This design comes from an exercise in tuning for small area, a short achievable clock period and few clock cycles per item on the open sky130 flow, not from production work. Power is estimated from default activity; no workload was simulated.

## rev 12
==> flow/design.v <==
module z20_align_add (
    input  wire        clk,
    input  wire        rst,           
    input  wire        in_valid,
    input  wire        in_sub,        
    input  wire [47:0] in_x,          
    input  wire [15:0] in_ex,         
    input  wire [5:0]  in_wx,         
    input  wire [47:0] in_y,
    input  wire [15:0] in_ey,
    input  wire [5:0]  in_wy,
    output reg         out_valid,
    output reg  [47:0] out_z,         
    output reg  [15:0] out_ez,        
    output reg         out_sat        
);
    function [4:0] guard_of(input [5:0] w);
        guard_of = (w >= 6'd47) ? 5'd0 : (w <= 6'd31) ? 5'd16 : (5'd15 - w[4:0]);
    endfunction
    wire [4:0]  gx = guard_of(in_wx);
    wire [4:0]  gy = guard_of(in_wy);
    wire        swap1, dbig1;
    z20_exp_cmp u_cmp (.ex(in_ex), .ey(in_ey), .lt(swap1), .big(dbig1));
    reg         r1_valid;
    reg  [47:0] r1_x, r1_y;
    reg         r1_sub;
    reg         r1_clamp;         
    reg  [15:0] r1_ea;            
    reg  [4:0]  r1_g;             
    reg         r1_swap;          
    reg  [7:0]  r1_d;             
    reg         r1_dbig;          
    always @(posedge clk) begin
        if (rst) r1_valid <= 1'b0;
        else     r1_valid <= in_valid;
        r1_x    <= in_x;
        r1_y    <= in_y;
        r1_sub  <= in_sub;
        r1_clamp <= in_sub & in_y[47] & ~(|in_y[46:0]);
        r1_ea   <= swap1 ? in_ey : in_ex;
        r1_g    <= swap1 ? gy : gx;
        r1_swap <= swap1;
        r1_d    <= swap1 ? in_ey[7:0] - in_ex[7:0] : in_ex[7:0] - in_ey[7:0];
        r1_dbig <= dbig1;
    end
    wire [47:0] yn;
    z20_neg u_neg (.y(r1_y), .sub(r1_sub), .clamp(r1_clamp), .yn(yn));
    wire        swap = r1_swap;
    wire [47:0] a    = swap ? yn : r1_x;                      
    wire [47:0] b    = swap ? r1_x : yn;
    wire [15:0] ea   = r1_ea;
    wire [4:0]  g    = r1_g;
    wire        dbig = r1_dbig;
    wire [7:0]  t    = r1_d - {3'd0, g};
    wire        tneg = t[7] & ~dbig;
    wire [4:0]  shl  = tneg ? {1'b0, r1_d[3:0]} : g;         
    wire [5:0]  s    = {((t[5] | t[6]) & ~t[7]) | dbig,
                        ((t[4] | t[6]) & ~t[7]) | dbig,
                        t[3:0] & {4{~t[7]}}};
    wire [48:0] a49;
    wire        abig;
    z20_lsh u_lsh (.a(a), .sh(shl), .z(a49), .big(abig));
    wire [47:0] q;
    wire        up;
    z20_rsh_rne u_rsh (.b(b), .s(s), .q(q), .up(up));
    reg         r2_valid;
    reg  [48:0] r2_a;
    reg         r2_abig;
    reg         r2_asgn;
    reg  [47:0] r2_q;
    reg         r2_up;
    reg  [15:0] r2_ea;
    reg  [4:0]  r2_shl;
    reg         r2_clamp;
    always @(posedge clk) begin
        if (rst) r2_valid <= 1'b0;
        else     r2_valid <= r1_valid;
        r2_a     <= a49;
        r2_abig  <= abig;
        r2_asgn  <= a[47];
        r2_q     <= q;
        r2_up    <= up;
        r2_ea    <= ea;
        r2_shl   <= shl;
        r2_clamp <= r1_clamp;
    end
    wire [47:0] z;
    wire        ovf;
    z20_sum_sat u_sum (.a(r2_a), .big(r2_abig), .asgn(r2_asgn), .q(r2_q), .cin(r2_up),
                       .z(z), .ovf(ovf));
    always @(posedge clk) begin
        if (rst) out_valid <= 1'b0;
        else     out_valid <= r2_valid;
        out_z   <= z;
        out_ez  <= r2_ea - {11'd0, r2_shl};
        out_sat <= ovf | r2_clamp;
    end
endmodule
module z20_exp_cmp (
    input  wire [15:0] ex,
    input  wire [15:0] ey,
    output wire        lt,
    output wire        big
);
    wire [15:0] ua = {~ex[15], ex[14:0]};
    wire [15:0] ub = {~ey[15], ey[14:0]};
    reg  [15:0] l, e;
    integer i, k;
    always @(*) begin
        l = ~ua & ub;
        e = ~(ua ^ ub);
        for (k = 1; k < 16; k = k * 2)
            for (i = 0; i < 16; i = i + 2*k) begin
                l[i] = l[i+k] | (e[i+k] & l[i]);
                e[i] = e[i+k] & e[i];
            end
    end
    assign lt = l[0];
    wire [9:0]  hx = ua[15:6];
    wire [9:0]  hy = ub[15:6];
    reg  [9:0]  px, py;
    always @(*) begin
        px[0] = 1'b1;
        py[0] = 1'b1;
        for (i = 1; i < 10; i = i + 1) begin
            px[i] = px[i-1] & hx[i-1];
            py[i] = py[i-1] & hy[i-1];
        end
    end
    wire        e0  = (hx == hy);
    wire        exy = ((hx ^ hy) == py) & ~(&hy);           
    wire        eyx = ((hx ^ hy) == px) & ~(&hx);           
    assign big = ~(e0 | exy | eyx);
endmodule
module z20_neg (
    input  wire [47:0] y,
    input  wire        sub,
    input  wire        clamp,
    output wire [47:0] yn
);
    reg  [47:0] nz;
    integer i;
    always @(*) begin
        nz[0] = 1'b0;
        for (i = 1; i < 48; i = i + 1) nz[i] = nz[i-1] | y[i-1];
    end
    assign yn = y ^ (({48{sub}} & nz) | {48{clamp}});
endmodule
module z20_lsh (
    input  wire [47:0] a,
    input  wire [4:0]  sh,
    output wire [48:0] z,
    output reg         big
);
    reg  [48:0] v;
    always @(*) begin
        v = {a[47], a};
        if (sh[0]) v = {v[47:0], 1'd0};
        if (sh[1]) v = {v[46:0], 2'd0};
        if (sh[2]) v = {v[44:0], 4'd0};
        if (sh[3]) v = {v[40:0], 8'd0};
        if (sh[4]) v = {a[32:0], 16'd0};
    end
    assign z = v;
    integer k;
    always @(*) begin
        big = 1'b0;
        for (k = 1; k < 16; k = k + 1)
            if (k < sh && (a[47] ^ a[47-k])) big = 1'b1;
    end
endmodule
module z20_rsh_rne (
    input  wire [47:0] b,
    input  wire [5:0]  s,
    output wire [47:0] q,
    output wire        up
);
    reg  [48:0] v;       
    reg         sticky;
    always @(*) begin
        v = {b, 1'b0};
        sticky = 1'b0;
        if (s[5]) begin sticky = sticky | (|v[31:0]); v = {{32{v[48]}}, v[48:32]}; end
        if (s[4]) begin sticky = sticky | (|v[15:0]); v = {{16{v[48]}}, v[48:16]}; end
        if (s[3]) begin sticky = sticky | (|v[7:0]);  v = {{8{v[48]}},  v[48:8]};  end
        if (s[2]) begin sticky = sticky | (|v[3:0]);  v = {{4{v[48]}},  v[48:4]};  end
        if (s[1]) begin sticky = sticky | (|v[1:0]);  v = {{2{v[48]}},  v[48:2]};  end
        if (s[0]) begin sticky = sticky | v[0];       v = {v[48], v[48:1]};        end
    end
    assign q  = v[48:1];
    assign up = v[0] & (sticky | v[1]);
endmodule
module z20_sum_sat (
    input  wire [48:0] a,
    input  wire        big,
    input  wire        asgn,
    input  wire [47:0] q,
    input  wire        cin,
    output wire [47:0] z,
    output wire        ovf
);
    localparam N = 50;
    wire [N-1:0] xa = {a[48], a};
    wire [N-1:0] xb = {{2{q[47]}}, q};
    wire [N-1:0] pp = xa ^ xb;
    reg  [N-1:0] gg, gp;
    reg  [N-1:0] c;          
    integer j, l;
    always @(*) begin
        gg = xa & xb;
        gp = pp;
        gg[0] = gg[0] | (pp[0] & cin);
        for (l = 1; l < 64; l = l * 2)
            for (j = N - 1; j >= 0; j = j - 1)
                if (j & l) begin
                    gg[j] = gg[j] | (gp[j] & gg[((j / l) * l) - 1]);
                    gp[j] = gp[j] & gp[((j / l) * l) - 1];
                end
        c = {gg[N-2:0], cin};
    end
    wire [N-1:0] sum = pp ^ c;
    wire         neg = big ? asgn : sum[49];
    assign ovf = big | (sum[49:47] != {3{sum[49]}});
    assign z   = ovf ? {neg, {47{~neg}}} : sum[47:0];
endmodule
export LEC_CHECK = 0
export CAP_MARGIN = 20
export CORE_MARGIN = 2
export CORE_UTILIZATION = 50
export CTS_BUF_LIST = sky130_fd_sc_hd__clkbuf_8
export SLEW_MARGIN = 20
export SYNTH_HIERARCHICAL = 1
create_clock -name core_clock -period 17.0 [get_ports {clk}]
standard.sh (not shown) runs the stock make flow with config.mk's settings and CLKGATE_MAP_FILE= SYNTH_SCRIPT=/design/flow/synth_recipe.tcl, a recipe that flattens the netlist after the stock synthesis.
==> flow/flow/run.sh <==
#!/bin/bash
# Standard ORFS layout (the standard.sh, unchanged synthesis), with:
#  - port buffers of sky130_fd_sc_hd__buf_1 instead of the default choice
#  - timing repair aiming for 12 ns of setup slack at the design's period
#  - clock tree: clkbuf_8 buffers, larger sink clusters, no dummy loads
set -euo pipefail
bash standard.sh SETUP_SLACK_MARGIN=12 \
  "BUFFER_PORTS_ARGS=-buffer_cell sky130_fd_sc_hd__buf_1" \
  "CTS_ARGS=-sink_clustering_enable -repair_clock_nets -buf_list sky130_fd_sc_hd__clkbuf_8 -sink_clustering_size 16 -sink_clustering_max_diameter 60 -dont_use_dummy_load" \
  finish > make_finish.log 2>&1
--- input diff rev 12..rev 13 ---
-- flow/design.v --
<<< rev 12, line 26
    reg         r1_sub;
    reg         r1_clamp;         
    reg  [15:0] r1_ea;            
    reg  [4:0]  r1_g;             
    reg         r1_swap;          
    reg  [7:0]  r1_d;             
    reg         r1_dbig;          
    always @(posedge clk) begin
>>> rev 13, line 26
    reg         r1_sub;
    reg         r1_clamp;         
    reg  [15:0] r1_ex, r1_ey;
    reg  [4:0]  r1_gx, r1_gy;
    reg         r1_swap;          
    reg  [7:0]  r1_dxy, r1_dyx;   
    reg         r1_dbig;          
    always @(posedge clk) begin
<<< rev 12, line 38
        r1_sub  <= in_sub;
        r1_clamp <= in_sub & in_y[47] & ~(|in_y[46:0]);
        r1_ea   <= swap1 ? in_ey : in_ex;
        r1_g    <= swap1 ? gy : gx;
        r1_swap <= swap1;
        r1_d    <= swap1 ? in_ey[7:0] - in_ex[7:0] : in_ex[7:0] - in_ey[7:0];
        r1_dbig <= dbig1;
    end
>>> rev 13, line 38
        r1_sub  <= in_sub;
        r1_clamp <= in_sub & in_y[47] & ~(|in_y[46:0]);
        r1_ex   <= in_ex;
        r1_ey   <= in_ey;
        r1_gx   <= gx;
        r1_gy   <= gy;
        r1_swap <= swap1;
        r1_dxy  <= in_ex[7:0] - in_ey[7:0];
        r1_dyx  <= in_ey[7:0] - in_ex[7:0];
        r1_dbig <= dbig1;
    end
<<< rev 12, line 49
    wire [47:0] a    = swap ? yn : r1_x;                      
    wire [47:0] b    = swap ? r1_x : yn;
    wire [15:0] ea   = r1_ea;
    wire [4:0]  g    = r1_g;
    wire        dbig = r1_dbig;
    wire [7:0]  t    = r1_d - {3'd0, g};
    wire        tneg = t[7] & ~dbig;
    wire [4:0]  shl  = tneg ? {1'b0, r1_d[3:0]} : g;         
    wire [5:0]  s    = {((t[5] | t[6]) & ~t[7]) | dbig,
                        ((t[4] | t[6]) & ~t[7]) | dbig,
>>> rev 13, line 52
    wire [47:0] a    = swap ? yn : r1_x;                      
    wire [47:0] b    = swap ? r1_x : yn;
    wire [15:0] ea   = swap ? r1_ey : r1_ex;
    wire [4:0]  g    = swap ? r1_gy : r1_gx;
    wire        dbig = r1_dbig;
    wire [7:0]  d    = swap ? r1_dyx : r1_dxy;
    wire [7:0]  tx   = r1_dxy - {3'd0, r1_gx};
    wire [7:0]  ty   = r1_dyx - {3'd0, r1_gy};
    wire [7:0]  t    = swap ? ty : tx;                       
    wire        tneg = t[7] & ~dbig;
    wire [4:0]  shl  = tneg ? {1'b0, d[3:0]} : g;            
    wire [5:0]  s    = {((t[5] | t[6]) & ~t[7]) | dbig,
                        ((t[4] | t[6]) & ~t[7]) | dbig,
[summary]
Summary of rev 13 over rev 12: power about even, compound-cell area share of the yosys netlist fell 0.34 points. [rev 13 vs rev 12] mean instance size in the synthesized netlist: higher in rev 13. Between rev 12 and rev 13, initial core utilization is lower for rev 12, rev 13 comes in above that. Side by side, layout overhead on the synthesized area turned out lower in rev 13 than in rev 12. The die outline width in rev 13 was higher than what rev 12 gave. Between rev 13 and rev 12, it is rev 13 whose logic depth of the worst setup path including buffers is higher, by 1. The number of tap instances reported for rev 13 is greater than that of rev 12 by about 1.3%. Looking at startpoint-to-endpoint class of the critical path, the in2reg result is from rev 12; the reg2reg one comes from rev 13.
Function was not checked in any run of this note: the RTL went through the layout flow alone.

[afterwards: timing with drivers on the ports]
How much do the figures lean on ideal ports? The routed layouts below were timed once more, with nothing changed but the port constraints. Step 1, drivers: a clkbuf_16 drives clk and a buf_2 each remaining input, both assumed. Step 2 moves the port delays by t, midway between the first and last clock arrival at a register: inputs arrive t later, outputs are due t later. That takes back most of the time a late clock gives input paths. Three values: no drivers, after step 1, after step 2; two values: the first two.
run	shift t [ns]	slack for setup (ns)	worst data-port slew with drivers (ns)
rev 12	0.664	11.844 / 11.852 / 11.188	0.06
rev 13	0.628	12.075 / 12.075 / 11.774	0.04
After both steps setup and hold are still met in every run listed. The setup slack of rev 12, which loses most, moves by +0.008 ns with the drivers and by -0.656 ns with both steps.
